This design comes from an exercise in tuning for small area, a short achievable clock period and few clock cycles per item on the open sky130 flow, not from production work. RTL that was checked went through simulation tests only; none was proved equivalent to the original. No functional check of the RTL was part of runs 4 to 7.

**run.sh**
```bash
#!/bin/bash
# synth_recipe.tcl (not shown) runs the flow's synth.tcl, then flattens the netlist and writes it again
# the make line also repeats each setting of config.mk as NAME=value (left out here)
make -C /OpenROAD-flow-scripts/flow DESIGN_CONFIG=/design/flow/config.mk WORK_HOME=/design/flow/orfs CLKGATE_MAP_FILE= SYNTH_SCRIPT=/design/flow/synth_recipe.tcl finish
```
**config.mk**
```make
export PLATFORM = sky130hd
export DESIGN_NAME = cz_quant
export DESIGN_NICKNAME = cz_quant
export VERILOG_FILES = /design/flow/design.v
export SDC_FILE = /design/flow/constraint.sdc
export NUM_CORES = 4
export LEC_CHECK = 0
export ABC_AREA = 1
export CAP_MARGIN = 20
export CORE_MARGIN = 2
export CORE_UTILIZATION = 40
export SLEW_MARGIN = 20
```
**constraint.sdc**
```tcl
create_clock -name core_clock -period 140.0 [get_ports {clk}]
set_input_delay 28.0000 -clock core_clock [delete_from_list [all_inputs] [get_ports {clk}]]
set_output_delay 28.0000 -clock core_clock [all_outputs]
set_load 0.01 [all_outputs]
```
**design.v**
```verilog
module cz_rca #(
    parameter N = 8
) (
    input  [N-1:0] a,
    input  [N-1:0] b,
    input          ci,
    output [N-1:0] s,
    output         co
);
    wire [N:0] c;
    assign c[0] = ci;
    genvar i;
    generate
        for (i = 0; i < N; i = i + 1) begin : g_bit
            assign s[i]   = a[i] ^ b[i] ^ c[i];
            assign c[i+1] = (a[i] & b[i]) | (c[i] & (a[i] ^ b[i]));
        end
    endgenerate
    assign co = c[N];
endmodule
module cz_por #(
    parameter N = 8
) (
    input  [N-1:0] x,
    output [N-1:0] p
);
    localparam L = (N <= 2) ? 1 : (N <= 4) ? 2 : (N <= 8) ? 3 : (N <= 16) ? 4 :
                   (N <= 32) ? 5 : (N <= 64) ? 6 : 7;
    wire [N*(L+1)-1:0] v;
    assign v[N-1:0] = x;
    genvar l, i;
    generate
        for (l = 0; l < L; l = l + 1) begin : g_lvl
            for (i = 0; i < N; i = i + 1) begin : g_bit
                if ((i >> l) & 1) begin : g_op
                    assign v[(l+1)*N+i] = v[l*N+i] | v[l*N+((i >> l) << l)-1];
                end else begin : g_pass
                    assign v[(l+1)*N+i] = v[l*N+i];
                end
            end
        end
    endgenerate
    assign p = v[L*N+N-1:L*N];
endmodule
module cz_rnd24 #(
    parameter N = 40
) (
    input  [N-1:0] x,
    output [N:0]   y
);
    wire [N-1:0] xr, tr;
    genvar k;
    generate
        for (k = 0; k < N; k = k + 1) begin : g_rev
            assign xr[k] = x[N-1-k];
        end
    endgenerate
    cz_por #(.N(N)) u_t (.x(xr), .p(tr));
    wire [N+25:0] t;
    assign t[N+25:N] = 26'd0;
    generate
        for (k = 0; k < N; k = k + 1) begin : g_t
            assign t[k] = tr[N-1-k];
        end
    endgenerate
    wire [N-1:0] keep = ~t[N+23:24];                
    wire [N-1:0] lsb  = t[N+22:23] & ~t[N+23:24];   
    wire [N-1:0] rnd  = t[N+23:24] & ~t[N+24:25];   
    wire [N-1:0] stk  = t[N+24:25];                 
    wire up = (|(x & rnd)) & ((|(x & stk)) | (|(x & lsb)));
    wire [N-1:0] z = x | ~keep;
    wire [N-1:0] zn;
    wire [N-1:0] pa;
    cz_por #(.N(N)) u_c (.x(~z), .p(zn));
    assign pa = ~zn;                                 
    wire [N-1:0] c = {pa[N-2:0], 1'b1} & keep & {N{up}};
    assign y[N-1:0] = (x & keep) ^ c;
    assign y[N]     = up & pa[N-1];
endmodule
module cz_mul #(
    parameter NA = 24,
    parameter NB = 16
) (
    input  [NA-1:0]    a,
    input  [NB-1:0]    b,
    output [NA+NB-1:0] p
);
    wire [NA*NB-1:0] s;
    wire [NA*NB-1:0] c;
    assign s[NA-1:0] = a & {NA{b[0]}};
    assign c[NA-1:0] = {NA{1'b0}};
    assign p[0] = s[0];
    genvar i, j;
    generate
        for (j = 1; j < NB; j = j + 1) begin : g_row
            wire [NA-1:0] pp  = a & {NA{b[j]}};
            wire [NA-1:0] sin = {1'b0, s[(j-1)*NA+NA-1:(j-1)*NA+1]};
            wire [NA-1:0] cin = c[(j-1)*NA+NA-1:(j-1)*NA];
            for (i = 0; i < NA; i = i + 1) begin : g_col
                assign s[j*NA+i] = pp[i] ^ sin[i] ^ cin[i];
                assign c[j*NA+i] = (pp[i] & sin[i]) | (cin[i] & (pp[i] ^ sin[i]));
            end
            assign p[j] = s[j*NA];
        end
    endgenerate
    assign p[NA+NB-1:NB] = {1'b0, s[(NB-1)*NA+NA-1:(NB-1)*NA+1]} + c[(NB-1)*NA+NA-1:(NB-1)*NA];
endmodule
module cz_xstep (
    input  [30:0] d,
    input         ident,
    input         zero,        
    output [11:0] idx,
    output [23:0] op_a,
    output [7:0]  k
);
    wire [7:0]  e8 = d[30:23];
    wire [23:0] m  = {|e8, d[22:0]};
    reg [4:0] lz;
    integer n;
    always @* begin
        lz = 5'd0;
        for (n = 0; n < 24; n = n + 1)
            if (m[n]) lz = 5'd23 - n[4:0];
    end
    wire [23:0] mn = m << lz;
    wire [7:0]  eb = (e8 == 8'd0) ? 8'd1 : e8;
    wire [35:0] p;
    cz_rca #(.N(36)) u_p (.a({mn, 12'd0}), .b(~{12'd0, mn}), .ci(1'b1), .s(p), .co());
    wire        h    = p[35];
    wire [23:0] xraw = h ? p[35:12] : p[34:11];
    wire        rb   = h ? p[11] : p[10];
    wire        st   = h ? (|p[10:0]) : (|p[9:0]);
    wire        up   = rb & (st | xraw[0]);
    wire [24:0] xs   = {1'b0, xraw} + {24'd0, up};
    wire        cy   = xs[24];
    wire [23:0] xm   = cy ? 24'h800000 : xs[23:0];
    wire signed [9:0] g = $signed({2'b00, eb}) + $signed({9'd0, h}) + $signed({9'd0, cy})
                          - $signed({5'd0, lz});
    wire        xge1 = (g >= 10'sd116);
    wire [9:0]  shw  = g - 10'sd116;
    wire [3:0]  sh   = xge1 ? shw[3:0] : 4'd0;
    wire [34:0] xf   = {11'd0, xm} << sh;
    wire [9:0]  kt   = 10'sd116 - g;
    assign idx  = xge1 ? xf[34:23] : 12'd0;
    assign op_a = zero ? 24'd0 : ident ? m : (xge1 ? {1'b0, xf[22:0]} : xm);
    assign k    = ident ? (8'd127 - eb) : (xge1 ? 8'd0 : kt[7:0]);
endmodule
module cz_mstep (
    input  [15:0] t0,
    input  [15:0] t1,
    input  [23:0] op_a,
    input         ident,
    output [39:0] r,
    output        sgn
);
    wire [16:0] d10 = {1'b0, t1} - {1'b0, t0};
    wire [15:0] d01 = t0 - t1;
    wire        ge  = !d10[16];
    wire [15:0] mag = ge ? d10[15:0] : d01;
    wire [15:0] b   = ident ? 16'hffff : mag;
    wire [39:0] pm;
    cz_mul #(.NA(24), .NB(16)) u_mul (.a(op_a), .b(b), .p(pm));
    wire [40:0] rr;
    cz_rnd24 #(.N(40)) u_rnd (.x(pm), .y(rr));
    assign r   = rr[39:0];
    assign sgn = !ident && !ge;
endmodule
module cz_astep (
    input  [39:0] r,
    input         sgn,
    input  [15:0] t0,
    input  [7:0]  k,
    output [44:0] q,
    output        tiny,
    output [7:0]  ue
);
    wire [44:0] rs = {r, 5'd0};
    wire [45*7-1:0] sv;
    wire [6:0]      st;
    assign sv[44:0] = rs;
    assign st[0]    = 1'b0;
    genvar j;
    generate
        for (j = 0; j < 6; j = j + 1) begin : g_sh
            wire [44:0] cur = sv[j*45+44:j*45];
            assign sv[(j+1)*45+44:(j+1)*45] = k[j] ? (cur >> (1 << j)) : cur;
            assign st[j+1] = st[j] | (k[j] & (|cur[(1 << j)-1:0]));
        end
    endgenerate
    wire        big = |k[7:6];
    wire [44:0] a   = big ? 45'd0 : sv[6*45+44:6*45];
    wire        stk = big ? (|r) : st[6];
    wire [28:0] l29 = {a[27:0], stk};
    wire [28:0] lp;
    cz_por #(.N(29)) u_lo (.x(l29), .p(lp));
    wire [29:0] lo = {lp, 1'b0};
    wire [28:0] ln = l29 ^ ({29{sgn}} & lo[28:0]);
    wire [15:0] u = t0 + (a[43:28] ^ {16{sgn}}) + {15'd0, sgn & !lo[29]};
    wire [44:0] vx = {u, ln};
    wire [45:0] y;
    cz_rnd24 #(.N(45)) u_rnd (.x(vx), .y(y));
    assign tiny = (t0 == 16'd0) && stk;
    assign q    = tiny ? rs : y[44:0];
    assign ue   = tiny ? (8'd142 - k) : 8'd141;
endmodule
module cz_ostep (
    input  [44:0] q,
    input  [7:0]  ue,
    input         tiny,
    input  [3:0]  wc,      
    input  [4:0]  tau5,    
    output [31:0] yf,
    output [15:0] code
);
    reg [5:0] lzc;
    integer n;
    always @* begin
        lzc = 6'd45;
        for (n = 0; n < 45; n = n + 1)
            if (q[n]) lzc = 6'd44 - n[5:0];
    end
    wire [5:0]  sh  = ({2'b00, lzc} <= ue) ? lzc : ue[5:0];
    wire [44:0] z   = q << sh;
    wire [7:0]  ex  = z[44] ? (ue + 8'd1 - {2'b00, lzc}) : 8'd0;
    assign yf = {1'b0, ex, z[43:21]};
    wire [43:0] yq = q[44:1];
    wire [4:0]  w  = {1'b0, wc} + 5'd8;
    wire [59:0] ys = {8'd0, yq, 8'd0} << wc;
    wire [59:0] am;
    cz_rca #(.N(60)) u_am (.a(ys), .b(~{16'd0, yq}), .ci(1'b1), .s(am), .co());
    wire [36:0] ap = am[59:23];            
    wire [21:0] s1;
    cz_rca #(.N(21)) u_s1 (.a(ap[36:16]), .b({5'd0, ap[15:0]}), .ci(1'b0), .s(s1[20:0]), .co(s1[21]));
    wire        c2;
    wire [15:0] s2_unused;
    cz_rca #(.N(16)) u_s2 (.a(s1[15:0]), .b({10'd0, s1[21:16]}), .ci(1'b1), .s(s2_unused), .co(c2));
    wire [6:0]  f  = {1'b0, s1[21:16]} + {6'd0, c2};
    wire [20:0] t3 = {14'd0, f} + {16'd0, tau5};
    wire [20:0] sm;
    wire        smc;
    cz_rca #(.N(21)) u_sm (.a(ap[36:16]), .b(t3), .ci(1'b0), .s(sm), .co(smc));
    wire [16:0] craw = {smc, sm[20:5]};
    wire [16:0] top  = (17'd1 << w) - 17'd1;
    wire        ovf  = |(craw & ~top);
    assign code = tiny ? 16'd0 : (ovf ? top[15:0] : craw[15:0]);
endmodule
module cz_quant (
    input             clk,
    input             rst,           
    input             in_valid,
    output            in_ready,
    input      [31:0] in_d,          
    input             in_ident,      
    input       [2:0] in_table,      
    input       [4:0] in_width,      
    input       [2:0] in_dither,     
    input      [15:0] in_fn,         
    input       [2:0] in_word,       
    input      [19:0] in_entry,      
    input             in_zero,       
    output     [14:0] tbl_addr,      
    input      [15:0] tbl_data0,     
    input      [15:0] tbl_data1,     
    output reg        out_valid,
    input             out_ready,
    output reg [15:0] out_word,
    output reg [31:0] out_y          
);
    reg  sk_valid;
    reg  adv;            
    assign in_ready = adv;
    localparam IW = 54;
    wire [IW-1:0] in_item = {in_d[30:0], in_ident, in_table, in_width[4], in_width[2:0],
                             in_dither, in_fn[3:0], in_word, in_entry[3:0], in_zero};
    reg           s1_valid;
    reg  [IW-1:0] s1_item;
    always @(posedge clk) begin
        if (rst)
            s1_valid <= 1'b0;
        else if (adv)
            s1_valid <= in_valid;
        if (adv)
            s1_item <= in_item;
    end
    wire [30:0] s1_d     = s1_item[53:23];
    wire        s1_ident = s1_item[22];
    wire  [2:0] s1_table = s1_item[21:19];
    wire  [3:0] s1_wc    = s1_item[18:15];
    wire  [2:0] s1_dith  = s1_item[14:12];
    wire  [3:0] s1_fn    = s1_item[11:8];
    wire  [2:0] s1_word  = s1_item[7:5];
    wire  [3:0] s1_entry = s1_item[4:1];
    wire        s1_zero  = s1_item[0];
    wire [11:0] x_idx;
    wire [23:0] x_opa;
    wire  [7:0] x_k;
    cz_xstep u_x (.d(s1_d), .ident(s1_ident), .zero(s1_zero), .idx(x_idx), .op_a(x_opa), .k(x_k));
    wire [3:0] v = s1_fn + {s1_word, 1'b0} + {1'b0, s1_word} + {s1_entry[1:0], 2'b00} + s1_entry;
    reg  [4:0] tau5;
    always @* begin
        case (s1_dith)
            3'd0:    tau5 = 5'b10000;
            3'd1:    tau5 = {v[0], 4'b1000};
            3'd2:    tau5 = {v[0], v[1], 3'b100};
            3'd3:    tau5 = {v[0], v[1], v[2], 2'b10};
            default: tau5 = {v[0], v[1], v[2], v[3], 1'b1};
        endcase
    end
    reg        s2_valid, s2_ident;
    reg  [2:0] s2_table;
    reg [11:0] s2_idx;
    reg [23:0] s2_opa;
    reg  [7:0] s2_k;
    reg  [3:0] s2_wc;
    reg  [4:0] s2_tau;
    always @(posedge clk) begin
        if (rst)
            s2_valid <= 1'b0;
        else if (adv)
            s2_valid <= s1_valid;
        if (adv) begin
            s2_ident <= s1_ident || s1_zero;
            s2_table <= s1_table;
            s2_idx   <= x_idx;
            s2_opa   <= x_opa;
            s2_k     <= x_k;
            s2_wc    <= s1_wc;
            s2_tau   <= tau5;
        end
    end
    assign tbl_addr = {s2_table, s2_idx};
    reg        s3_valid, s3_ident;
    reg [15:0] s3_t0, s3_t1;
    reg [23:0] s3_opa;
    reg  [7:0] s3_k;
    reg  [3:0] s3_wc;
    reg  [4:0] s3_tau;
    always @(posedge clk) begin
        if (rst)
            s3_valid <= 1'b0;
        else if (adv)
            s3_valid <= s2_valid;
        if (adv) begin
            s3_ident <= s2_ident;
            s3_t0    <= tbl_data0;
            s3_t1    <= tbl_data1;
            s3_opa   <= s2_opa;
            s3_k     <= s2_k;
            s3_wc    <= s2_wc;
            s3_tau   <= s2_tau;
        end
    end
    wire [39:0] m_r;
    wire        m_sgn;
    cz_mstep u_m (.t0(s3_t0), .t1(s3_t1), .op_a(s3_opa), .ident(s3_ident), .r(m_r), .sgn(m_sgn));
    wire [44:0] a_q;
    wire        a_tiny;
    wire  [7:0] a_ue;
    wire [15:0] m_t0 = s3_ident ? 16'd0 : s3_t0;
    cz_astep u_a (.r(m_r), .sgn(m_sgn), .t0(m_t0), .k(s3_k), .q(a_q), .tiny(a_tiny), .ue(a_ue));
    reg        s5_valid, s5_tiny;
    reg [44:0] s5_q;
    reg  [7:0] s5_ue;
    reg  [3:0] s5_wc;
    reg  [4:0] s5_tau;
    always @(posedge clk) begin
        if (rst)
            s5_valid <= 1'b0;
        else if (adv)
            s5_valid <= s3_valid;
        if (adv) begin
            s5_tiny <= a_tiny;
            s5_q    <= a_q;
            s5_ue   <= a_ue;
            s5_wc   <= s3_wc;
            s5_tau  <= s3_tau;
        end
    end
    wire [31:0] o_y;
    wire [15:0] o_code;
    cz_ostep u_o (.q(s5_q), .ue(s5_ue), .tiny(s5_tiny), .wc(s5_wc), .tau5(s5_tau),
                  .yf(o_y), .code(o_code));
    wire [15:0] w_word = o_code;
    wire [31:0] w_y    = o_y;
    wire        w_valid = adv && s5_valid;      
    wire        out_free = !out_valid || out_ready;
    reg  [15:0] sk_word;
    reg  [31:0] sk_y;
    always @(posedge clk) begin
        if (rst) begin
            out_valid <= 1'b0;
            sk_valid  <= 1'b0;
            adv       <= 1'b1;
        end else begin
            if (out_free)
                out_valid <= sk_valid || w_valid;
            sk_valid <= !out_free && (sk_valid || w_valid);
            adv      <= !(!out_free && (sk_valid || w_valid));
        end
        if (out_free) begin
            out_word <= sk_valid ? sk_word : w_word;
            out_y    <= sk_valid ? sk_y : w_y;
        end
        if (!sk_valid) begin
            sk_word <= w_word;
            sk_y    <= w_y;
        end
    end
endmodule
```
==> out/results.tsv, run 1 <==
metric	value	unit
path_buf_inv	1	
maxCapViolCount	0	
cp-end-kind	output port	
root_buffer	clkbuf_16	
synth_common_cells	nand2_1 (2097), inv_1 (1018), nand3_1 (607)	
synth.avg_cell_area	6.84	sq um
ys_ff_latch	351	
critPathSlowestCell	clkdlybuf4s50_1	
async_reset_ff_share	0	%
synth-adder-area-share	22.1	%
clock_skew	0.0492	ns
period_needed	29.80	ns
antenna_found_initial	4	
max_stage_delay	0.61	ns
synth-simple-area-share	32.4	%
hp-class	flip-flop to flip-flop	
synth_top_area_share	18.7	%
rows	126	
initial_utilization	40.3	%
final_nets	7601	
cp.depth	1	
grt_max_degree	89	
overflow	0	
tritoncts	built	
clock_sinks	351	
synth-xor-area-share	1.36	%
cts_setup_buffers	0	
via_per_inst	5.26	
postCtsHoldBufs	0	
clk_latency	0.65	ns
ys.warnings.count	3	
path_class	flip-flop to output port	
placed_cell_area	50100	sq um
grt_setup_unrepaired	no	
min_from	s2_k[7]	
htree_levels	2	
synth.cell_area	47500	sq um
worst_slew_pin_slew	1.11	ns
io_pins	185	
setup_viol	0	
crit-reg2reg-launch	s3_t0[7]	
relSlewSlack	25.5	%
die_w	349	microns
clk_path_buf_depth	3	
crit_fanout	5	
drc	0	
slew_viol_final	0	
cts_buffers	42	
tns	0	ns
crit_family	buffers and inverters	
syn_inst	6943	
synth_area_leaders	edfxtp_1 (19%), nand2_1 (17%), fa_1 (16%)	
synth_top_family_by_area	simple AND/OR/NAND/NOR gates	
required	112.00	ns
die_y	349	microns
timing.final.crit_share	21.3	%
num_vias	44458	
grt_pass1_wl	243000	microns
synthFlopType	edfxtp_1	
synth_edf_count	296	
crit_path_start	adv	
max_freq	0.0336	GHz
synth_cell_type_count	73	
post_drt_wl_per_cell	18.6	microns
place.port_buffers	154	
crit_arrival	1.80	ns
grt_usage	25.6	%
clkTransAtPathRegs	0.06	ns
r2r_slack	114.64	ns
routed_wl	157000	microns
gp_congestion	0.997	
yosys.area.top_type	edfxtp_1	
dp_hpwl	128000	microns
worstRegToRegCells	99	
synth-compound-area-share	10.3	%
status	no timing/DRC/antenna violations	
cp-endpoint	in_ready	
coreArea	118000	sq um
final_layout_size_suffix_gt1_share	4.94	%
critPathLaunchType	flip-flop	
crit_path_cell_trace	clkdlybuf4s50_1	
die-area	122000	sq um
hold_violations	0	
grt_pass1_vias	42005	
muxShareOfSynthArea	1.31	%
drtIter0Drc	3281	
detail-route-antenna-nets	0	
yosysMostFrequentCell	nand2_1	
stdcell_area	51500	sq um
yosysSeqAreaShare	21.0	%
reg2reg_to	s5_q[11]	
firstDrtPassIters	6	
synthToLayoutAreaGrowth	8.38	%
cts-resized-gates	0	
-- sequential cells by signal, indices dropped and copies added, names as in the netlist, 5 cells and up --
signal and cells:
s3_tau 5, s2_opa 24, s3_t0 16, sk_word 16, out_word 16, s1_item 54, s2_idx 12, s3_t1 16
s5_ue 8, s5_tau 5, s3_k 8, s2_k 8, out_y 32, s2_tau 5, s3_opa 24, s5_q 45
sk_y 32
-- routing by layer --
layer,global-route usage [%],up-vias,wire [microns]
li1,-,22040,-
met2,44.1,1332,75400
met3,2.54,243,7820
met4,11.4,2,7870
met1,32.4,20841,66000
met5,0,-,13
-- final cells by class --
class,instances,area (sq um)
fill,12374,66400
multi-input combinational,5193,32100
tap,1536,1920
antenna,2,5.00
clock buffer,49,1130
inverter,1077,4050
sequential,351,9990
timing repair buffer,210,1960
clock inverter,29,300
-- worst register-to-register path, delay by kind of cell, from the launching register on --
family	cells	cell delay, ns
simple gates	53	10.29
compound gates	17	3.80
buf+inv	9	1.35
flops	1	0.47
xor+xnor	1	0.58
fa+ha+maj	19	8.65
-- cells by family (layout without fill, tap and decap cells) --
family / count (synthesis) / count (layout)
buf+inv: 1401 / 1365
fa+ha+maj: 606 / 606
compound gates: 887 / 887
simple gates: 3560 / 3560
mux: 62 / 62
xor+xnor: 74 / 74
other cells: 2 / 6
flops: 351 / 351
-- placed cells by master (no fill, tap or decap), types with 7 or more instances in the layout --
master / n
edfxtp_1: 296
nor4_1: 20
nand2_1: 2095
xnor2_1: 22
a21oi_1: 159
mux2i_1: 62
inv_2: 50
a31oi_1: 21
nand3_2: 14
fa_1: 387
clkbuf_16: 43
nand3_1: 607
nor3_1: 50
and2_1: 7
inv_1: 1014
nand2_2: 23
nor2_1: 508
clkinv_1: 16
nand3b_1: 19
buf_4: 56
nand3_4: 7
o21ai_1: 40
nand4_2: 14
o21a_1: 17
nor2_2: 19
a21o_1: 17
o21ai_2: 12
ha_1: 219
o21ai_0: 493
clkdlybuf4s50_1: 154
nand4_1: 103
o31ai_1: 16
o22ai_1: 18
or2_2: 33
dfxtp_1: 53
o211ai_1: 32
nor2_4: 18
xor2_1: 52
-- worst min-delay path by stage --
stage | depth (start not counted) | slack [ns] | end
floorplan | 0 | 0.40 | s2_table[0]
global placement | 0 | 0.40 | s3_tau[1]
detailed placement | 0 | 0.40 | s5_tau[2]
CTS | 0 | 0.40 | s3_k[7]
global route | 0 | 0.41 | s3_k[6]
finish | 0 | 0.41 | s3_k[7]
-- metrics by stage --
stage	setup slack [ns]	hold WS, ns	std cells	utilization, %
floorplan	106.13	0.400	6945	-
global placement	110.52	0.401	8367	42.5
detailed placement	110.51	0.405	8367	42.5
CTS	110.13	0.397	8445	43.7
global route	110.13	0.414	8447	43.7
finish	110.20	0.406	8447	43.7
Testbench counts, summed over its fixed seeds: cycles 16,040, items 16,000.
==> run 2, diff against run 1 <==
--- a/config.mk
+++ b/config.mk
@@ -10,3 +10,5 @@
 export CORE_MARGIN = 2
 export CORE_UTILIZATION = 40
+export CTS_BUF_LIST = sky130_fd_sc_hd__clkbuf_8
+export CTS_CLUSTER_SIZE = 20
 export SLEW_MARGIN = 20
==> run 2 against run 1 <==
  * Still clean on timing, DRC and antenna
  * Final cell count is 0.46% higher
  * Register-to-register slack worse by 0.06 ns
  * Setup slack got worse by 0.086 ns
  * Critical path type unchanged
  * Critical endpoint unchanged
==> out/results.tsv, run 2 <==
metric	value	unit	change
synth_edf_count	296		unchanged
postCtsHoldBufs	0		unchanged
timing.final.crit_share	21.3	%	+0.061 points
hold_violations	0		unchanged
overflow	0		unchanged
crit_family	buffers and inverters		
seq_area	9990	sq um	unchanged
clkTransAtPathRegs	0.06	ns	about the same
synth.cell_area	47500	sq um	unchanged
crit_fanout	5		unchanged
antenna_found_initial	4		unchanged
yosysSeqAreaShare	21.0	%	unchanged
synthToLayoutAreaGrowth	8.04	%	
gp_congestion	0.997		unchanged
rows	126		unchanged
reg.largest.list	s1_item: 54 flops, s5_q: 45 flops		
clk_path_buf_depth	3		unchanged
synth_cell_type_count	73		unchanged
die_y	349	microns	unchanged
grt_pass1_wl	243000	microns	+0.16%
crit-reg2reg-launch	s3_t0[7]		
reg2reg_to	s5_q[11]		
coreArea	118000	sq um	unchanged
max_stage_delay	0.61	ns	about the same
drtIter0Drc	3381		+3.0%
worstRegToRegCells	99		unchanged
syn_inst	6943		unchanged
grt_pass1_vias	42193		+0.45%
final_common_cell	nand2_1		
hold_end	s3_opa[16]		
firstDrtPassIters	6		unchanged
grt_setup_unrepaired	no		
io_pins	185		unchanged
dr_wl_met2	75800	microns	+0.51%
path_buf_inv	1		unchanged
status	no timing/DRC/antenna violations		
regMostFlops	s1_item		
clock_skew	0.0392	ns	-0.0101 ns
yosysMostFrequentCell	nand2_1		
crit_path_cell_trace	clkdlybuf4s50_1		
root_buffer	clkbuf_8		
tritoncts	built		
tns	0	ns	unchanged
critPathLaunchType	flip-flop		
cts_setup_buffers	0		unchanged
top_layer_used	met5		
post_drt_wl_per_cell	18.6	microns	-0.16%
grt_usage	25.6	%	+0.035 points
whs_path_depth	0		unchanged
synth.avg_cell_area	6.84	sq um	unchanged
multi_input_area	32100	sq um	unchanged
async_reset_ff_share	0	%	unchanged
grt_max_degree	89		unchanged
hp-class	flip-flop to flip-flop		
synth_area_leaders	edfxtp_1 (19%), nand2_1 (17%), fa_1 (16%)		
synth_common_cells	nand2_1 (2097), inv_1 (1018), nand3_1 (607)		
via_per_inst	5.27		+0.19%
period_needed	29.89	ns	+0.0860 ns
maxCapViolCount	0		unchanged
cts_buffers	61		+45%
synth_top_area_share	18.7	%	unchanged
htree_levels	2		unchanged
worst_slew_pin_slew	1.13	ns	+0.0125 ns
initial_utilization	40.3	%	unchanged
holdWs	0.404	ns	-0.00181 ns
cp-end-kind	output port		
slew_viol_final	0		unchanged
clock_sinks	351		unchanged
critPathSlowestCell	clkdlybuf4s50_1		
relSlewSlack	24.4	%	-1.1 points
synthFlopType	edfxtp_1		
detail-route-antenna-nets	0		unchanged
crit_arrival	1.89	ns	+0.09 ns
num_vias	44747		+0.65%
ys_ff_latch	351		unchanged
yosys.area.top_type	edfxtp_1		
setup_viol	0		unchanged
ys.warnings.count	3		unchanged
layoutNonFillerInstCount	8486		+0.46%
max_freq	0.0335	GHz	-0.29%
r2r_slack	114.58	ns	-0.06 ns
dp_hpwl	128000	microns	unchanged
final_layout_size_suffix_gt1_share	5.10	%	+0.16 points
met1_length	65900	microns	-0.11%
die-area	122000	sq um	unchanged
path_class	flip-flop to output port		
cts-resized-gates	0		unchanged
dp_cells	8367		unchanged
fillers	12415		+0.33%
met3WireLength	8190	microns	+4.8%
min_from	s2_opa[16]		
routed_wl	158000	microns	+0.30%
final_nets	7620		+0.25%
place.port_buffers	154		unchanged
die_w	349	microns	unchanged
clk_latency	0.73	ns	+0.08 ns
required	112.00	ns	about the same
final_cell_mix	nand2_1 (2095), inv_1 (1034), nand3_1 (607)		
largest_reg_flops	54		unchanged
drc	0		unchanged
run 2: through the flow:
stage          cell area [sq um]  util (%)  setup WS, ns
2_1_floorplan              47500         -        106.13
3_3_place_gp               50100      42.5        110.52
3_5_place_dp               50100      42.5        110.51
4_1_cts                    51300      43.5        110.01
5_1_grt                    51300      43.5        110.01
6_report                   51300      43.5        110.12
run 2: final cells by class:
| cell class | instances | area share [%] |
|---|---|---|
| repair buffers | 210 | 3.82 |
| inverters | 1077 | 7.88 |
| diodes | 4 | 0.0195 |
| well taps | 1536 | 3.74 |
| clock buffers | 69 | 1.85 |
| clock inverters | 46 | 0.614 |
| multi-input cells | 5193 | 62.6 |
| flip-flops and latches | 351 | 19.5 |
run 2: cell families after synthesis:
group | after synthesis | share of synthesized area, %
DFF | 351 | 21.0
buffers and inverters | 1401 | 11.5
muxes | 62 | 1.31
and+or+nand+nor | 3560 | 32.4
AOI/OAI and AO/OA | 887 | 10.3
xor gates and xnor gates | 74 | 1.36
other | 2 | 0.0158
adders and majority gates | 606 | 22.1
run 2: how the worst max path moves through the flow:
stage	startpoint	end	slack [ns]	depth (start not counted)
6_report	adv	in_ready	110.12	1
5_1_grt	adv	in_ready	110.01	1
4_1_cts	adv	in_ready	110.01	1
3_5_place_dp	out_ready	out_word[0]	110.51	4
3_3_place_gp	out_ready	out_word[0]	110.52	4
2_1_floorplan	adv	in_ready	106.13	0
run 2: per-layer routing:
layer  GRT usage, %  vias up
li1               -    22101
met3           2.65      255
met5              0        -
met4           11.1        2
met1           32.4    20964
met2           44.3     1425
==> run 3, diff against run 2 <==
--- a/config.mk
+++ b/config.mk
@@ -10,5 +10,5 @@
 export CORE_MARGIN = 2
 export CORE_UTILIZATION = 40
-export CTS_BUF_LIST = sky130_fd_sc_hd__clkbuf_8
-export CTS_CLUSTER_SIZE = 20
+export GPL_ROUTABILITY_DRIVEN = 0
+export GPL_TIMING_DRIVEN = 0
 export SLEW_MARGIN = 20
==> run 3 against run 2 <==
  * Still clean
  * Die area unchanged
  * Wire length increased by 4.8%
  * Hold slack got worse by 0.048 ns
  * Clock-buffer cell count down 20
  * Non-clock buffer count up 274
  * Synthesized area unchanged
  * Sequential cell count did not move
  * Sequential share of layout area down 0.41 points
  * Maximum frequency down 2.3%
  * Register-to-register slack better by 0.45 ns
  * Final area is 2.1% higher
==> out/results.tsv, run 3 <==
metric	value	unit	change
hp-class	flip-flop to flip-flop		
crit_fanout	56		+51
hold_violations	0		unchanged
cp-end-kind	output port		
firstDrtPassIters	7		+1
synth-compound-area-share	10.3	%	unchanged
synth-simple-area-share	32.4	%	unchanged
pre_cts_ws	110.05	ns	-0.463 ns
post_drt_wl_per_cell	18.9	microns	+2.1%
synth.avg_cell_area	6.84	sq um	unchanged
final_cell_mix	nand2_1 (2097), inv_1 (1017), nand3_1 (607)		
final_nets	7873		+3.3%
clk_path_buf_depth	3		unchanged
fillers	12317		-0.79%
clock_sinks	351		unchanged
cp.depth	3		+2
cts_setup_buffers	0		unchanged
overflow	0		unchanged
io_pins	185		unchanged
cts_buffers	40		-34%
ys.warnings.count	3		unchanged
place.port_buffers	154		unchanged
multi_input_area	32100	sq um	-0.16%
critPathSlowestCell	dfxtp_4		
worst_slew_pin_slew	1.08	ns	-0.0488 ns
antenna_found_initial	2		-2
critPathLaunchType	flip-flop		
clock_skew	0.0782	ns	+0.0390 ns
yosysSeqAreaShare	21.0	%	unchanged
n_antenna_cell	0		-4
detail-route-antenna-nets	0		unchanged
whs_path_depth	0		unchanged
critPathMostFrequentCell	buf_16		
initial_utilization	40.3	%	unchanged
drc	0		unchanged
coreArea	118000	sq um	unchanged
root_buffer	clkbuf_16		
path_class	flip-flop to output port		
timing.final.crit_share	21.9	%	+0.51 points
synthToLayoutAreaGrowth	10.3	%	
routed_wl	165000	microns	+4.8%
die_w	349	microns	unchanged
postCtsHoldBufs	0		unchanged
tritoncts	built		
status	no timing/DRC/antenna violations		
stdcell_area	52400	sq um	+2.1%
tns	0	ns	unchanged
synthFlopType	edfxtp_1		
worstRegToRegCells	104		+5.1%
largest_reg_flops	54		unchanged
clkTransAtPathRegs	0.08	ns	+0.02 ns
clk_latency	0.64	ns	-0.09 ns
synth_top_family_by_area	simple AND/OR/NAND/NOR gates		
synth_cell_type_count	73		unchanged
relSlewSlack	27.9	%	+3.6 points
seq_area	9990	sq um	about the same
via_per_inst	5.42		+2.8%
grt_max_degree	57		-36%
synth_edf_count	296		unchanged
die-area	122000	sq um	unchanged
crit_family	buffers and inverters		
synth-adder-area-share	22.1	%	unchanged
maxCapViolCount	0		unchanged
grt_pass1_vias	44505		+5.5%
crit_path_cell_trace	buf_16 > buf_16 > clkdlybuf4s50_1		
muxShareOfSynthArea	1.31	%	unchanged
ys_ff_latch	351		unchanged
num_vias	47230		+5.5%
synth_common_cells	nand2_1 (2097), inv_1 (1018), nand3_1 (607)		
reg.largest.list	s1_item: 54 flops, s5_q: 45 flops		
yosysMostFrequentCell	nand2_1		
setup_viol	0		unchanged
path_buf_inv	3		+2
max_stage_delay	0.64	ns	+0.03 ns
max_freq	0.0327	GHz	-2.3%
crit_arrival	2.60	ns	+0.71 ns
async_reset_ff_share	0	%	unchanged
cts-resized-gates	0		unchanged
dp_hpwl	139000	microns	+8.2%
htree_levels	2		unchanged
final_layout_size_suffix_gt1_share	4.25	%	-0.85 points
grt_pass1_wl	254000	microns	+4.5%
final_util	44.5	%	+0.92 points
placed_cell_area	51100	sq um	+2.2%
grt_usage	26.6	%	+0.97 points
drtIter0Drc	5350		+58%
rows	126		unchanged
period_needed	30.60	ns	+0.718 ns
layoutNonFillerInstCount	8713		+2.7%
grt_setup_unrepaired	no		
regMostFlops	s1_item		
fin_ws	109.40	ns	-0.718 ns
synth_top_area_share	18.7	%	unchanged
yosys.area.top_type	edfxtp_1		
synth-xor-area-share	1.36	%	unchanged
holdWs	0.355	ns	-0.0483 ns
final_common_cell	nand2_1		
synth.cell_area	47500	sq um	unchanged
die_y	349	microns	unchanged
dp_cells	8641		+3.3%
syn_inst	6943		unchanged
synth_area_leaders	edfxtp_1 (19%), nand2_1 (17%), fa_1 (16%)		
slew_viol_final	0		unchanged
required	112.00	ns	about the same
[run 3: cell counts after synthesis]
No cell type changed its count.
[run 3: path summary, 6_finish.rpt]
path	to	slack [ns]	start
min	s3_ident	0.36	s2_ident
min reg2reg	s3_ident	0.36	s2_ident
max reg2reg	out_word[12]	115.03	s5_wc[0]
max	in_ready	109.40	adv
[run 3: cell type report]
cell class                      count  share of cell area [%]
Buffer                            324                    2.68
Clock inverter                     23                   0.451
Multi-Input combinational cell   5193                    61.2
Sequential cell                   351                    19.1
Clock buffer                       49                    1.99
Inverter                         1077                    7.72
Timing Repair Buffer              160                    3.21
Tap cell                         1536                    3.67
[run 3: layer usage]
layer,GRT usage (%),routed length (microns)
met5,0,0
met4,11.5,8280
met3,4.74,14000
met2,43.0,74300
met1,34.8,68500
[run 3: logic make-up after synthesis]
kind of cell | after synthesis
XOR/XNOR | 74
buffers and inverters | 1401
other | 2
AND/OR/NAND/NOR | 3560
adder cells (fa/ha/maj) | 606
flip-flops | 351
AO/OA/AOI/OAI | 887
multiplexers | 62
==> run 4, diff against run 3 <==
--- a/design.v
+++ b/design.v
@@ -132,17 +132,22 @@
     wire        st   = h ? (|p[10:0]) : (|p[9:0]);
     wire        up   = rb & (st | xraw[0]);
-    wire [24:0] xs   = {1'b0, xraw} + {24'd0, up};
+    wire [24:0] xs;
+    cz_rca #(.N(24)) u_xs (.a(xraw), .b(24'd0), .ci(up), .s(xs[23:0]), .co(xs[24]));
     wire        cy   = xs[24];
     wire [23:0] xm   = cy ? 24'h800000 : xs[23:0];
-    wire signed [9:0] g = $signed({2'b00, eb}) + $signed({9'd0, h}) + $signed({9'd0, cy})
-                          - $signed({5'd0, lz});
-    wire        xge1 = (g >= 10'sd116);
-    wire [9:0]  shw  = g - 10'sd116;
+    wire [8:0]  gp;
+    cz_rca #(.N(9)) u_gp (.a({1'b0, eb}), .b({7'd0, h & cy, h ^ cy}), .ci(1'b0), .s(gp), .co());
+    wire [9:0]  g;
+    cz_rca #(.N(10)) u_g (.a({1'b0, gp}), .b(~{5'd0, lz}), .ci(1'b1), .s(g), .co());
+    wire [9:0]  shw;                         
+    cz_rca #(.N(10)) u_sh (.a(g), .b(~10'd116), .ci(1'b1), .s(shw), .co());
+    wire        xge1 = !shw[9];
     wire [3:0]  sh   = xge1 ? shw[3:0] : 4'd0;
     wire [34:0] xf   = {11'd0, xm} << sh;
-    wire [9:0]  kt   = 10'sd116 - g;
+    wire [7:0]  kt;                          
+    cz_rca #(.N(8)) u_kt (.a(8'd116), .b(~g[7:0]), .ci(1'b1), .s(kt), .co());
     assign idx  = xge1 ? xf[34:23] : 12'd0;
     assign op_a = zero ? 24'd0 : ident ? m : (xge1 ? {1'b0, xf[22:0]} : xm);
-    assign k    = ident ? (8'd127 - eb) : (xge1 ? 8'd0 : kt[7:0]);
+    assign k    = ident ? {1'b0, ~eb[6:0]} : (xge1 ? 8'd0 : kt);
 endmodule
 module cz_mstep (
@@ -269,5 +274,6 @@
     reg  sk_valid;
     reg  adv;            
-    assign in_ready = adv;
+    reg  rdy;            
+    assign in_ready = rdy;
     localparam IW = 54;
     wire [IW-1:0] in_item = {in_d[30:0], in_ident, in_table, in_width[4], in_width[2:0],
@@ -279,5 +285,5 @@
             s1_valid <= 1'b0;
         else if (adv)
-            s1_valid <= in_valid;
+            s1_valid <= in_valid && rdy;
         if (adv)
             s1_item <= in_item;
@@ -392,4 +398,5 @@
             sk_valid  <= 1'b0;
             adv       <= 1'b1;
+            rdy       <= 1'b0;
         end else begin
             if (out_free)
@@ -397,4 +404,5 @@
             sk_valid <= !out_free && (sk_valid || w_valid);
             adv      <= !(!out_free && (sk_valid || w_valid));
+            rdy      <= !(!out_free && (sk_valid || w_valid));
         end
         if (out_free) begin
--- a/config.mk
+++ b/config.mk
@@ -10,5 +10,3 @@
 export CORE_MARGIN = 2
 export CORE_UTILIZATION = 40
-export GPL_ROUTABILITY_DRIVEN = 0
-export GPL_TIMING_DRIVEN = 0
 export SLEW_MARGIN = 20
==> run 4 against run 3 <==
  * Still clean on timing, DRC and antenna
  * Sequential cell count rose by 1
  * Global-route usage fell by 1.8 points
  * Via count fell by 7.8%
  * Non-clock buffer count fell by 274
==> out/results.tsv, run 4 <==
metric	value	unit	change
cts_setup_buffers	0		unchanged
clkTransAtPathRegs	0.06	ns	-0.02 ns
critPathLaunchType	flip-flop		
coreArea	116000	sq um	-1.7%
die_y	346	microns	-0.89%
final_layout_size_suffix_gt1_share	4.15	%	-0.097 points
synth_top_family_by_area	simple AND/OR/NAND/NOR gates		
final_common_cell	nand2_1		
holdWs	0.416	ns	+0.0605 ns
gp_congestion	1.00		
fillers	12202		-0.93%
grt_setup_unrepaired	no		
worst_slew_pin_slew	1.12	ns	+0.0453 ns
synth_common_cells	nand2_1 (2153), inv_1 (954), nand3_1 (591)		
root_buffer	clkbuf_16		
final_nets	7485		-4.9%
timing.final.crit_share	21.1	%	-0.76 points
cts-resized-gates	0		unchanged
drc	0		unchanged
pre_cts_ws	110.24	ns	+0.191 ns
path_class	flip-flop to output port		
yosys.area.top_type	edfxtp_1		
fin_ws	110.46	ns	+1.06 ns
slew_viol_final	0		unchanged
synth.cell_area	46700	sq um	-1.8%
routed_wl	150000	microns	-9.1%
clk_path_buf_depth	3		unchanged
grt_usage	24.8	%	-1.8 points
met1_length	64900	microns	-5.3%
dr_wl_met2	70800	microns	-4.8%
required	112.00	ns	about the same
grt_pass1_wl	235000	microns	-7.4%
muxShareOfSynthArea	0.987	%	-0.32 points
post_drt_wl_per_cell	18.1	microns	-4.4%
detail-route-antenna-nets	0		unchanged
synth_cell_type_count	69		-5.5%
synth-xor-area-share	1.03	%	-0.33 points
period_needed	29.54	ns	-1.06 ns
crit_fanout	1		-98%
synth-simple-area-share	32.3	%	-0.085 points
rows	125		-0.79%
overflow	0		unchanged
final_cell_mix	nand2_1 (2151), inv_1 (952), nand3_1 (591)		
setup_viol	0		unchanged
cp-end-kind	output port		
num_vias	43544		-7.8%
dp_hpwl	124000	microns	-11%
synth_area_leaders	edfxtp_1 (19%), nand2_1 (17%), fa_1 (17%)		
grt_pass1_vias	41522		-6.7%
yosysSeqAreaShare	21.4	%	+0.43 points
tns	0	ns	unchanged
yosysMostFrequentCell	nand2_1		
largest_reg_flops	54		unchanged
synth-compound-area-share	9.99	%	-0.35 points
n_antenna_cell	0		unchanged
firstDrtPassIters	6		-1
crit_path_cell_trace	clkdlybuf4s50_1		
htree_levels	2		unchanged
crit_arrival	1.54	ns	-1.06 ns
place.port_buffers	154		unchanged
hp-class	flip-flop to flip-flop		
regMostFlops	s1_item		
crit_family	buffers and inverters		
ys_ff_latch	352		+0.28%
synthToLayoutAreaGrowth	8.52	%	
hold_violations	0		unchanged
maxCapViolCount	0		unchanged
synth_edf_count	296		unchanged
initial_utilization	40.3	%	about the same
clk_latency	0.62	ns	-0.02 ns
cts_buffers	41		+2.5%
synthFlopType	edfxtp_1		
synth_top_area_share	19.0	%	+0.34 points
reg.largest.list	s1_item: 54 flops, s5_q: 45 flops		
synth-adder-area-share	23.2	%	+1.1 points
async_reset_ff_share	0	%	unchanged
die-area	119000	sq um	-1.8%
antenna_found_initial	1		-1
tritoncts	built		
synth.avg_cell_area	6.86	sq um	+0.24%
clock_skew	0.0503	ns	-0.0279 ns
drtIter0Drc	3635		-32%
io_pins	185		unchanged
grt_max_degree	90		+58%
postCtsHoldBufs	0		unchanged
critPathSlowestCell	clkdlybuf4s50_1		
die_w	346	microns	-0.89%
max_freq	0.0339	GHz	+3.6%
clock_sinks	352		+0.28%
max_stage_delay	0.55	ns	-0.09 ns
status	no timing/DRC/antenna violations		
via_per_inst	5.25		-3.1%
met3WireLength	7110	microns	-49%
syn_inst	6802		-2.0%
ys.warnings.count	3		unchanged
relSlewSlack	24.9	%	-3.0 points
path_buf_inv	1		-2
top_layer_used	met4		
==> run 4: worst paths after layout <==
check / start / to / slack (ns) / depth (start not counted)
setup / recovery: s2_idx[2] / tbl_addr[2] / 110.46 / 1
hold / removal: s2_opa[5] / s3_opa[5] / 0.42 / 0
setup reg to reg: s3_t0[3] / s5_q[16] / 114.83 / 96
hold reg to reg: s2_opa[5] / s3_opa[5] / 0.42 / 0
==> run 4: final cells by class <==
type	instances	area, sq um	area share, %
clock buffer	52	1140	2.25
sequential	352	10000	19.8
clock inverter	23	269	0.531
timing repair buffer	210	1960	3.87
tap	1524	1910	3.77
multi-input combinational	5129	31600	62.4
inverter	1000	3750	7.41
==> run 4: routing by layer <==
metal / vias up / global-route usage, %
met3: 236 / 2.26
li1: 21605 / -
met4: 0 / 11.1
met2: 1218 / 41.7
met5: - / 0
met1: 20485 / 32.4
==> run 4: metrics by stage <==
step,util [%],instances,instance area [sq um]
6_report,43.7,8290,50600
5_1_grt,43.7,8290,50600
4_1_cts,43.7,8290,50600
3_5_place_dp,42.5,8215,49200
3_3_place_gp,42.5,8215,49200
2_1_floorplan,-,6804,46700
==> run 4: cell families (layout without fill, tap and decap cells) <==
family / Yosys count / in the layout
xor gates and xnor gates: 53 / 53
muxes: 46 / 46
adders and majority gates: 631 / 631
buffers and inverters: 1323 / 1285
DFF: 352 / 352
other: 2 / 4
and+or+nand+nor: 3545 / 3545
AOI/OAI and AO/OA: 850 / 850
==> run 5, diff against run 4 <==
--- a/config.mk
+++ b/config.mk
@@ -10,3 +10,4 @@
 export CORE_MARGIN = 2
 export CORE_UTILIZATION = 40
+export CTS_BUF_LIST = sky130_fd_sc_hd__clkbuf_4
 export SLEW_MARGIN = 20
==> run 5 against run 4 <==
  * Clock skew up 0.055 ns
  * Critical endpoint is now out_y[30]
  * Final area up 0.15%
  * Via count up 1.2%
  * Maximum frequency down 1.3%
  * Still clean on timing, DRC and antenna
  * Sequential cell count unchanged
  * Die area unchanged
  * Sequential share of layout area about the same
==> out/results.tsv, run 5 <==
metric	value	unit	change
grt_pass1_vias	42054		+1.3%
layoutNonFillerInstCount	8398		+1.3%
period_needed	29.94	ns	+0.399 ns
synthFlopType	edfxtp_1		
post_drt_wl_per_cell	18.0	microns	-0.84%
stdcell_area	50700	sq um	+0.15%
overflow	0		unchanged
crit_family	buffers and inverters		
die_w	346	microns	unchanged
cp-end-kind	output port		
min_from	s2_ident		
relSlewSlack	28.5	%	+3.6 points
critPathLaunchType	flip-flop		
syn_inst	6802		unchanged
synth_edf_count	296		unchanged
grt_max_degree	90		unchanged
final_nets	7542		+0.76%
clk_latency	1.05	ns	+0.43 ns
gp_congestion	1.00		unchanged
worstRegToRegCells	97		+1.0%
initial_utilization	40.3	%	unchanged
cts-resized-gates	0		unchanged
critPathSlowestCell	clkdlybuf4s50_1		
fillers	12273		+0.58%
dp_hpwl	124000	microns	unchanged
grt_setup_unrepaired	no		
reg.largest.list	s1_item: 54 flops, s5_q: 45 flops		
tns	0	ns	unchanged
crit-reg2reg-launch	s3_t0[3]		
root_buffer	clkbuf_4		
ys_ff_latch	352		unchanged
clock_skew	0.105	ns	+0.0545 ns
reg2reg_to	s5_q[16]		
synthToLayoutAreaGrowth	8.68	%	
via_per_inst	5.25		about the same
synth.cell_area	46700	sq um	unchanged
rows	125		unchanged
die-area	119000	sq um	unchanged
hp-class	flip-flop to flip-flop		
timing.final.crit_share	21.4	%	+0.29 points
clkTransAtPathRegs	0.07	ns	about the same
coreArea	116000	sq um	unchanged
slew_viol_final	0		unchanged
r2r_slack	114.75	ns	-0.08 ns
drc	0		unchanged
place.port_buffers	154		unchanged
grt_pass1_wl	236000	microns	+0.31%
yosysMostFrequentCell	nand2_1		
synth_common_cells	nand2_1 (2153), inv_1 (954), nand3_1 (591)		
async_reset_ff_share	0	%	unchanged
final_cell_mix	nand2_1 (2151), inv_1 (952), nand3_1 (591)		
ys.warnings.count	3		unchanged
required	112.00	ns	about the same
grt_usage	24.9	%	+0.16 points
synth.avg_cell_area	6.86	sq um	unchanged
synth_cell_type_count	69		unchanged
path_buf_inv	1		unchanged
io_pins	185		unchanged
num_vias	44081		+1.2%
max_freq	0.0334	GHz	-1.3%
antenna_found_initial	3		+2
cts_setup_buffers	0		unchanged
postCtsHoldBufs	0		unchanged
synth_top_area_share	19.0	%	unchanged
hold_end	s3_ident		
max_stage_delay	0.54	ns	about the same
crit_fanout	1		unchanged
maxCapViolCount	0		unchanged
crit_path_cell_trace	clkdlybuf4s50_1		
largest_reg_flops	54		unchanged
dp_cells	8215		unchanged
firstDrtPassIters	8		+2
cts_buffers	98		+140%
detail-route-antenna-nets	0		unchanged
synth_area_leaders	edfxtp_1 (19%), nand2_1 (17%), fa_1 (17%)		
drtIter0Drc	3518		-3.2%
setup_viol	0		unchanged
routed_wl	151000	microns	+0.45%
worst_slew_pin_slew	1.07	ns	-0.0497 ns
hold_violations	0		unchanged
crit_arrival	1.94	ns	+0.40 ns
path_class	flip-flop to output port		
htree_levels	3		+1
die_y	346	microns	unchanged
clock_sinks	352		unchanged
clk_path_buf_depth	3		unchanged
yosysSeqAreaShare	21.4	%	unchanged
placed_cell_area	49200	sq um	unchanged
status	no timing/DRC/antenna violations		
tritoncts	built		
final_layout_size_suffix_gt1_share	5.42	%	+1.3 points
whs_path_depth	0		unchanged
final_common_cell	nand2_1		
regMostFlops	s1_item		
yosys.area.top_type	edfxtp_1		
-- run 5: logic make-up after synthesis --
group           after synthesis  share of synthesized area, %
compound gates              850                          9.99
xor+xnor                     53                          1.03
fa+ha+maj                   631                          23.2
buf+inv                    1323                          11.0
flops                       352                          21.4
mux                          46                         0.987
other cells                   2                        0.0161
simple gates               3545                          32.3
-- run 5: worst max-delay path by stage --
stage,cells after the start,to,startpoint
after floorplan,5,sk_valid,out_ready
after global placement,6,sk_valid,out_ready
after detailed placement,6,sk_valid,out_ready
after CTS,1,out_y[30],out_y[30]
after global routing,1,out_y[30],out_y[30]
final,1,out_y[30],out_y[30]
-- run 5: area by class of cell --
cell class | count | area, sq um | share of cell area [%]
clock buffer | 127 | 953 | 1.88
inverter | 1000 | 3750 | 7.40
clock inverter | 48 | 512 | 1.01
timing repair buffer | 210 | 1960 | 3.87
tap | 1524 | 1910 | 3.76
multi-input combinational | 5129 | 31600 | 62.3
sequential | 352 | 10000 | 19.7
antenna | 8 | 20.0 | 0.0395
-- run 5: metrics by stage --
step	hold WS, ns	util, %	worst slack (ns)
floorplan	0.400	-	110.58
global placement	0.400	42.5	110.26
detailed placement	0.405	42.5	110.24
CTS	0.368	43.7	109.94
global route	0.377	43.8	109.94
finish	0.360	43.8	110.06
-- run 5: layer usage --
layer  vias to the layer above  GRT usage (%)  routed length, microns
met1                     20663           32.1                   64600
met4                         0           11.5                    7290
li1                      21816              -                       -
met2                      1332           41.7                   70900
met5                         -              0                       0
met3                       270           3.07                    7890
==> run 6, diff against run 5 <==
--- a/design.v
+++ b/design.v
@@ -84,10 +84,11 @@
     input  [NA-1:0]    a,
     input  [NB-1:0]    b,
+    input  [NA-1:0]    ex,       
     output [NA+NB-1:0] p
 );
     wire [NA*NB-1:0] s;
     wire [NA*NB-1:0] c;
-    assign s[NA-1:0] = a & {NA{b[0]}};
-    assign c[NA-1:0] = {NA{1'b0}};
+    assign s[NA-1:0] = (a & {NA{b[0]}}) ^ ex;
+    assign c[NA-1:0] = (a & {NA{b[0]}}) & ex;
     assign p[0] = s[0];
     genvar i, j;
@@ -160,10 +161,9 @@
 );
     wire [16:0] d10 = {1'b0, t1} - {1'b0, t0};
-    wire [15:0] d01 = t0 - t1;
     wire        ge  = !d10[16];
-    wire [15:0] mag = ge ? d10[15:0] : d01;
-    wire [15:0] b   = ident ? 16'hffff : mag;
+    wire [15:0] b   = ident ? 16'hffff : (d10[15:0] ^ {16{!ge}});
+    wire [23:0] ex  = op_a & {24{!ident && !ge}};
     wire [39:0] pm;
-    cz_mul #(.NA(24), .NB(16)) u_mul (.a(op_a), .b(b), .p(pm));
+    cz_mul #(.NA(24), .NB(16)) u_mul (.a(op_a), .b(b), .ex(ex), .p(pm));
     wire [40:0] rr;
     cz_rnd24 #(.N(40)) u_rnd (.x(pm), .y(rr));
--- a/config.mk
+++ b/config.mk
@@ -10,4 +10,3 @@
 export CORE_MARGIN = 2
 export CORE_UTILIZATION = 40
-export CTS_BUF_LIST = sky130_fd_sc_hd__clkbuf_4
 export SLEW_MARGIN = 20
==> run 6 against run 5 <==
  * Still clean on timing, DRC and antenna
  * First-iteration DRC count is 3.7% higher
  * Final area grew 0.24%
  * Non-clock buffer count down 11
  * Clock-buffer cell count decreased by 75
  * Global-route usage decreased by 0.19 points
  * Wire length down 0.45%
  * Synthesized area increased by 0.35%
  * Via count shrank 1.8%
  * Clock skew down 0.065 ns
==> out/results.tsv, run 6 <==
metric	value	unit	change
place.port_buffers	154		unchanged
dp_hpwl	122000	microns	-1.0%
antenna_found_initial	1		-2
synth.avg_cell_area	6.99	sq um	+1.9%
setup_viol	0		unchanged
grt_max_degree	145		+61%
syn_inst	6701		-1.5%
final_nets	7400		-1.9%
die_y	346	microns	+0.17%
synthFlopType	edfxtp_1		
crit-reg2reg-launch	s3_t0[3]		
initial_utilization	40.3	%	about the same
hold_end	s3_k[6]		
reg.largest.list	s1_item: 54 flops, s5_q: 45 flops		
synth_area_leaders	edfxtp_1 (19%), fa_1 (18%), nand2_1 (16%)		
ys.warnings.count	3		unchanged
die-area	120000	sq um	+0.34%
worstRegToRegCells	120		+24%
yosysMostFrequentCell	nand2_1		
whs_path_depth	0		unchanged
firstDrtPassIters	7		-1
period_needed	29.54	ns	-0.400 ns
crit_path_cell_trace	clkdlybuf4s50_1		
crit_path_start	s2_idx[11]		
crit_fanout	1		unchanged
overflow	0		unchanged
yosysSeqAreaShare	21.4	%	-0.074 points
hold_violations	0		unchanged
clock_sinks	352		unchanged
routed_wl	150000	microns	-0.45%
post_drt_wl_per_cell	18.3	microns	+2.1%
htree_levels	2		-1
detail-route-antenna-nets	0		unchanged
status	no timing/DRC/antenna violations		
cts_setup_buffers	0		unchanged
critPathLaunchType	flip-flop		
max_freq	0.0339	GHz	+1.4%
num_vias	43302		-1.8%
ys_ff_latch	352		unchanged
grt_pass1_vias	41720		-0.79%
worst_slew_pin_slew	1.07	ns	-0.00638 ns
io_pins	185		unchanged
drc	0		unchanged
r2r_slack	112.60	ns	-2.15 ns
slew_viol_final	0		unchanged
yosys.area.top_type	edfxtp_1		
timing.final.crit_share	21.1	%	-0.29 points
tns	0	ns	unchanged
synth_edf_count	296		unchanged
synthToLayoutAreaGrowth	8.57	%	
path_buf_inv	1		unchanged
critPathSlowestCell	clkdlybuf4s50_1		
postCtsHoldBufs	0		unchanged
cts-resized-gates	0		unchanged
relSlewSlack	28.5	%	about the same
cp-end-kind	output port		
via_per_inst	5.29		+0.76%
root_buffer	clkbuf_16		
rows	125		unchanged
path_class	flip-flop to output port		
die_w	346	microns	+0.17%
synth_common_cells	nand2_1 (2027), inv_1 (977), nand3_1 (618)		
drtIter0Drc	3648		+3.7%
clk_path_buf_depth	3		unchanged
grt_setup_unrepaired	no		
synth_top_area_share	19.0	%	-0.066 points
synth_cell_type_count	70		+1.4%
max_stage_delay	0.55	ns	about the same
gp_congestion	1.02		+1.2%
clk_latency	0.64	ns	-0.41 ns
regMostFlops	s1_item		
final_common_cell	nand2_1		
grt_pass1_wl	235000	microns	-0.30%
clkTransAtPathRegs	0.06	ns	about the same
hp-class	flip-flop to flip-flop		
largest_reg_flops	54		unchanged
required	112.00	ns	about the same
tritoncts	built		
maxCapViolCount	0		unchanged
final_layout_size_suffix_gt1_share	4.14	%	-1.3 points
synth.cell_area	46800	sq um	+0.35%
reg2reg_to	s5_q[10]		
crit_arrival	1.54	ns	-0.40 ns
coreArea	116000	sq um	+0.27%
clock_skew	0.0397	ns	-0.0651 ns
final_cell_mix	nand2_1 (2026), inv_1 (976), nand3_1 (616)		
cts_buffers	45		-54%
min_from	s2_k[6]		
async_reset_ff_share	0	%	unchanged
grt_usage	24.8	%	-0.19 points
crit_family	buffers and inverters		
-- run 6: worst max path at each step --
stage	end	cells after the start
after floorplan	sk_valid	5
after global placement	sk_valid	7
after detailed placement	sk_valid	7
after CTS	tbl_addr[0]	1
after global routing	tbl_addr[10]	1
final	tbl_addr[11]	1
-- run 6: area by class of cell --
cell class                 count  area (sq um)
antenna                        2          5.00
clock buffer                  52          1160
clock inverter                30           384
fill                       12022         65400
inverter                    1014          3810
multi-input combinational   5014         31700
sequential                   352         10000
tap                         1524          1910
timing repair buffer         199          1890
-- run 6: metrics by stage --
| stage | hold WS [ns] | instances | area, sq um | util, % | setup slack [ns] |
|---|---|---|---|---|---|
| finish | 0.414 | 8187 | 50800 | 43.8 | 110.46 |
| global route | 0.421 | 8185 | 50800 | 43.7 | 110.40 |
| CTS | 0.417 | 8184 | 50800 | 43.7 | 110.42 |
| detailed placement | 0.405 | 8102 | 49300 | 42.4 | 110.47 |
| global placement | 0.402 | 8102 | 49300 | 42.4 | 110.48 |
| floorplan | 0.400 | 6703 | 46800 | - | 110.58 |
-- run 6: cell families (layout without fill, tap and decap cells) --
family,count (synthesis),count (layout),synth area share [%]
AO/OA/AOI/OAI,804,804,9.55
flip-flops,352,352,21.4
XOR/XNOR,71,71,1.34
adder cells (fa/ha/maj),654,654,24.1
buffers and inverters,1337,1295,11.1
other,2,6,0.0160
multiplexers,53,53,1.13
AND/OR/NAND/NOR,3428,3428,31.4
-- run 6: routing by layer --
layer	vias to the layer above	part of all wire, %	track usage, %
li1	21304	-	-
met1	20416	43	31.7
met2	1306	48	42.6
met3	276	4.7	2.27
met4	0	4.8	10.8
met5	-	0	0
==> run 7, diff against run 6 <==
--- a/config.mk
+++ b/config.mk
@@ -9,4 +9,4 @@
 export CAP_MARGIN = 20
 export CORE_MARGIN = 2
-export CORE_UTILIZATION = 40
+export CORE_UTILIZATION = 60
 export SLEW_MARGIN = 20
==> run 7 against run 6 <==
  * Still clean
  * Core utilization is 21 points higher
  * Non-clock buffer count down 6
  * Wire length fell by 5.5%
  * Final area is 1.7% lower
  * Critical path type unchanged
  * Critical endpoint is now tbl_addr[2]
  * Setup slack better by 0.037 ns
  * Die area is 33% lower
==> out/results.tsv, run 7 <==
metric	value	unit	change
slew_viol_final	0		unchanged
place.port_buffers	154		unchanged
relSlewSlack	30.5	%	+2.0 points
path_buf_inv	1		unchanged
overflow	0		unchanged
regMostFlops	s1_item		
grt_pass1_vias	42439		+1.7%
critPathLaunchType	flip-flop		
hp-class	flip-flop to flip-flop		
cts_buffers	40		-11%
routed_wl	142000	microns	-5.5%
grt_setup_unrepaired	no		
synth.cell_area	46800	sq um	unchanged
synth-adder-area-share	24.1	%	unchanged
syn_inst	6701		unchanged
synth_top_family_by_area	simple AND/OR/NAND/NOR gates		
grt_pass1_wl	225000	microns	-4.5%
worst_slew_pin_slew	1.04	ns	-0.0272 ns
synth.avg_cell_area	6.99	sq um	unchanged
htree_levels	2		unchanged
setup_viol	0		unchanged
async_reset_ff_share	0	%	unchanged
clk_latency	0.60	ns	-0.04 ns
clock_skew	0.0243	ns	-0.0154 ns
synth_top_area_share	19.0	%	unchanged
crit_family	buffers and inverters		
crit_path_cell_trace	clkdlybuf4s50_1		
gp_congestion	1.00		-1.1%
yosys.area.top_type	edfxtp_1		
drc	0		unchanged
status	no timing/DRC/antenna violations		
period_needed	29.50	ns	-0.0370 ns
fillers	7111		-41%
ys.warnings.count	3		unchanged
crit_arrival	1.50	ns	-0.04 ns
coreArea	77300	sq um	-33%
final_common_cell	nand2_1		
root_buffer	clkbuf_16		
largest_reg_flops	54		unchanged
path_class	flip-flop to output port		
layoutNonFillerInstCount	7686		-6.1%
final_nets	7389		-0.15%
yosysSeqAreaShare	21.4	%	unchanged
max_freq	0.0339	GHz	+0.12%
synth-xor-area-share	1.34	%	unchanged
io_pins	185		unchanged
dp_cells	7613		-6.0%
tns	0	ns	unchanged
synth_cell_type_count	70		unchanged
timing.final.crit_share	21.1	%	-0.026 points
num_vias	43918		+1.4%
die_y	283	microns	-18%
max_stage_delay	0.58	ns	+0.03 ns
initial_utilization	60.5	%	+20 points
crit_fanout	1		unchanged
clkTransAtPathRegs	0.06	ns	about the same
maxCapViolCount	0		unchanged
die_w	283	microns	-18%
synth-compound-area-share	9.55	%	unchanged
ys_ff_latch	352		unchanged
via_per_inst	5.71		+8.0%
n_antenna_cell	0		-2
post_drt_wl_per_cell	18.5	microns	+0.70%
cp-end-kind	output port		
required	112.00	ns	about the same
synth_common_cells	nand2_1 (2027), inv_1 (977), nand3_1 (618)		
drtIter0Drc	4105		+13%
grt_usage	35.0	%	+10 points
firstDrtPassIters	6		-1
dp_hpwl	114000	microns	-6.5%
final_cell_mix	nand2_1 (2026), inv_1 (976), nand3_1 (618)		
die-area	80300	sq um	-33%
stdcell_area	50000	sq um	-1.7%
grt_max_degree	135		-6.9%
muxShareOfSynthArea	1.13	%	unchanged
rows	102		-18%
tritoncts	built		
synth_area_leaders	edfxtp_1 (19%), fa_1 (18%), nand2_1 (16%)		
final_layout_size_suffix_gt1_share	3.93	%	-0.22 points
placed_cell_area	48600	sq um	-1.3%
yosysMostFrequentCell	nand2_1		
critPathSlowestCell	clkdlybuf4s50_1		
cts_setup_buffers	0		unchanged
synthToLayoutAreaGrowth	6.70	%	
seq_area	10000	sq um	unchanged
reg.largest.list	s1_item: 54 flops, s5_q: 45 flops		
antenna_found_initial	0		-1
postCtsHoldBufs	0		unchanged
synth-simple-area-share	31.4	%	unchanged
synth_edf_count	296		unchanged
cts-resized-gates	0		unchanged
detail-route-antenna-nets	0		unchanged
hold_violations	0		unchanged
clock_sinks	352		unchanged
synthFlopType	edfxtp_1		
clk_path_buf_depth	3		unchanged
multi_input_area	31700	sq um	about the same
[run 7: path summary, 6_finish.rpt]
path,depth (start not counted),slack [ns],endpoint,startpoint
setup / recovery,1,110.50,tbl_addr[2],s2_idx[2]
hold / removal,0,0.42,s3_opa[9],s2_opa[9]
setup reg to reg,122,113.85,s5_q[12],s3_t0[0]
hold reg to reg,0,0.42,s3_opa[9],s2_opa[9]
[run 7: stage by stage]
| stage | hold slack [ns] | setup WS [ns] | utilization (%) |
|---|---|---|---|
| 6_report | 0.418 | 110.50 | 64.6 |
| 3_3_place_gp | 0.401 | 110.41 | 62.9 |
| 5_1_grt | 0.425 | 110.46 | 64.6 |
| 4_1_cts | 0.414 | 110.48 | 64.6 |
| 3_5_place_dp | 0.405 | 110.39 | 62.9 |
| 2_1_floorplan | 0.400 | 110.58 | - |
[run 7: cell type report]
class	count	share of cell area, %
sequential	352	20.0
clock buffer	49	2.18
inverter	1014	7.63
timing repair buffer	193	3.70
tap	1040	2.60
multi-input combinational	5014	63.4
clock inverter	24	0.498
[run 7: cell families after synthesis]
kind of cell	count (synthesis)
other	2
flip-flops	352
XOR/XNOR	71
buffers and inverters	1337
AND/OR/NAND/NOR	3428
adder cells (fa/ha/maj)	654
AO/OA/AOI/OAI	804
multiplexers	53
[run 7: per-layer routing]
layer / up-vias / wire [microns] / global-route usage [%]
li1: 21275 / - / -
met1: 20478 / 54700 / 42.0
met2: 1704 / 68500 / 60.1
met4: 0 / 10500 / 22.7
met3: 461 / 8240 / 3.57
met5: - / 0 / 0

separate check: timing with driven ports:
No port has a modelled driver above. Below, the same layouts with a new extraction and two added sets of constraints. Step 1 assumes that a clkbuf_16 drives the clock port and a buf_2 every other input. Step 2 times the ports against the registers' clock, not the clock port: input delays grow and output delays shrink by t, the midpoint of the rising clock arrivals with the driver on. Three values: ideal, step 1, step 2; two values: the first two.
run	shift t [ns]	slack for setup (ns)	latest minus earliest clock arrival (ns)	slew at the worst register clock pin (ns)
run 1	0.700	110.201 / 110.127 / 110.513	0.053 / 0.053	0.08 / 0.08
run 2	0.786	110.115 / 110.042 / 110.515	0.039 / 0.039	0.09 / 0.09
run 3	0.677	109.397 / 109.324 / 110.001	0.079 / 0.080	0.08 / 0.08
run 4	0.665	110.461 / 110.388 / 110.315	0.051 / 0.050	0.08 / 0.08
run 5	1.066	110.062 / 109.992 / 110.278	0.105 / 0.105	0.09 / 0.09
run 6	0.692	110.462 / 110.391 / 110.498	0.040 / 0.040	0.07 / 0.07
run 7	0.651	110.499 / 110.430 / 110.372	0.024 / 0.025	0.07 / 0.07
After both steps every run listed still meets setup and hold. For run 4, which loses most, drivers alone change the setup slack by -0.073 ns; drivers and shift together by -0.146 ns.
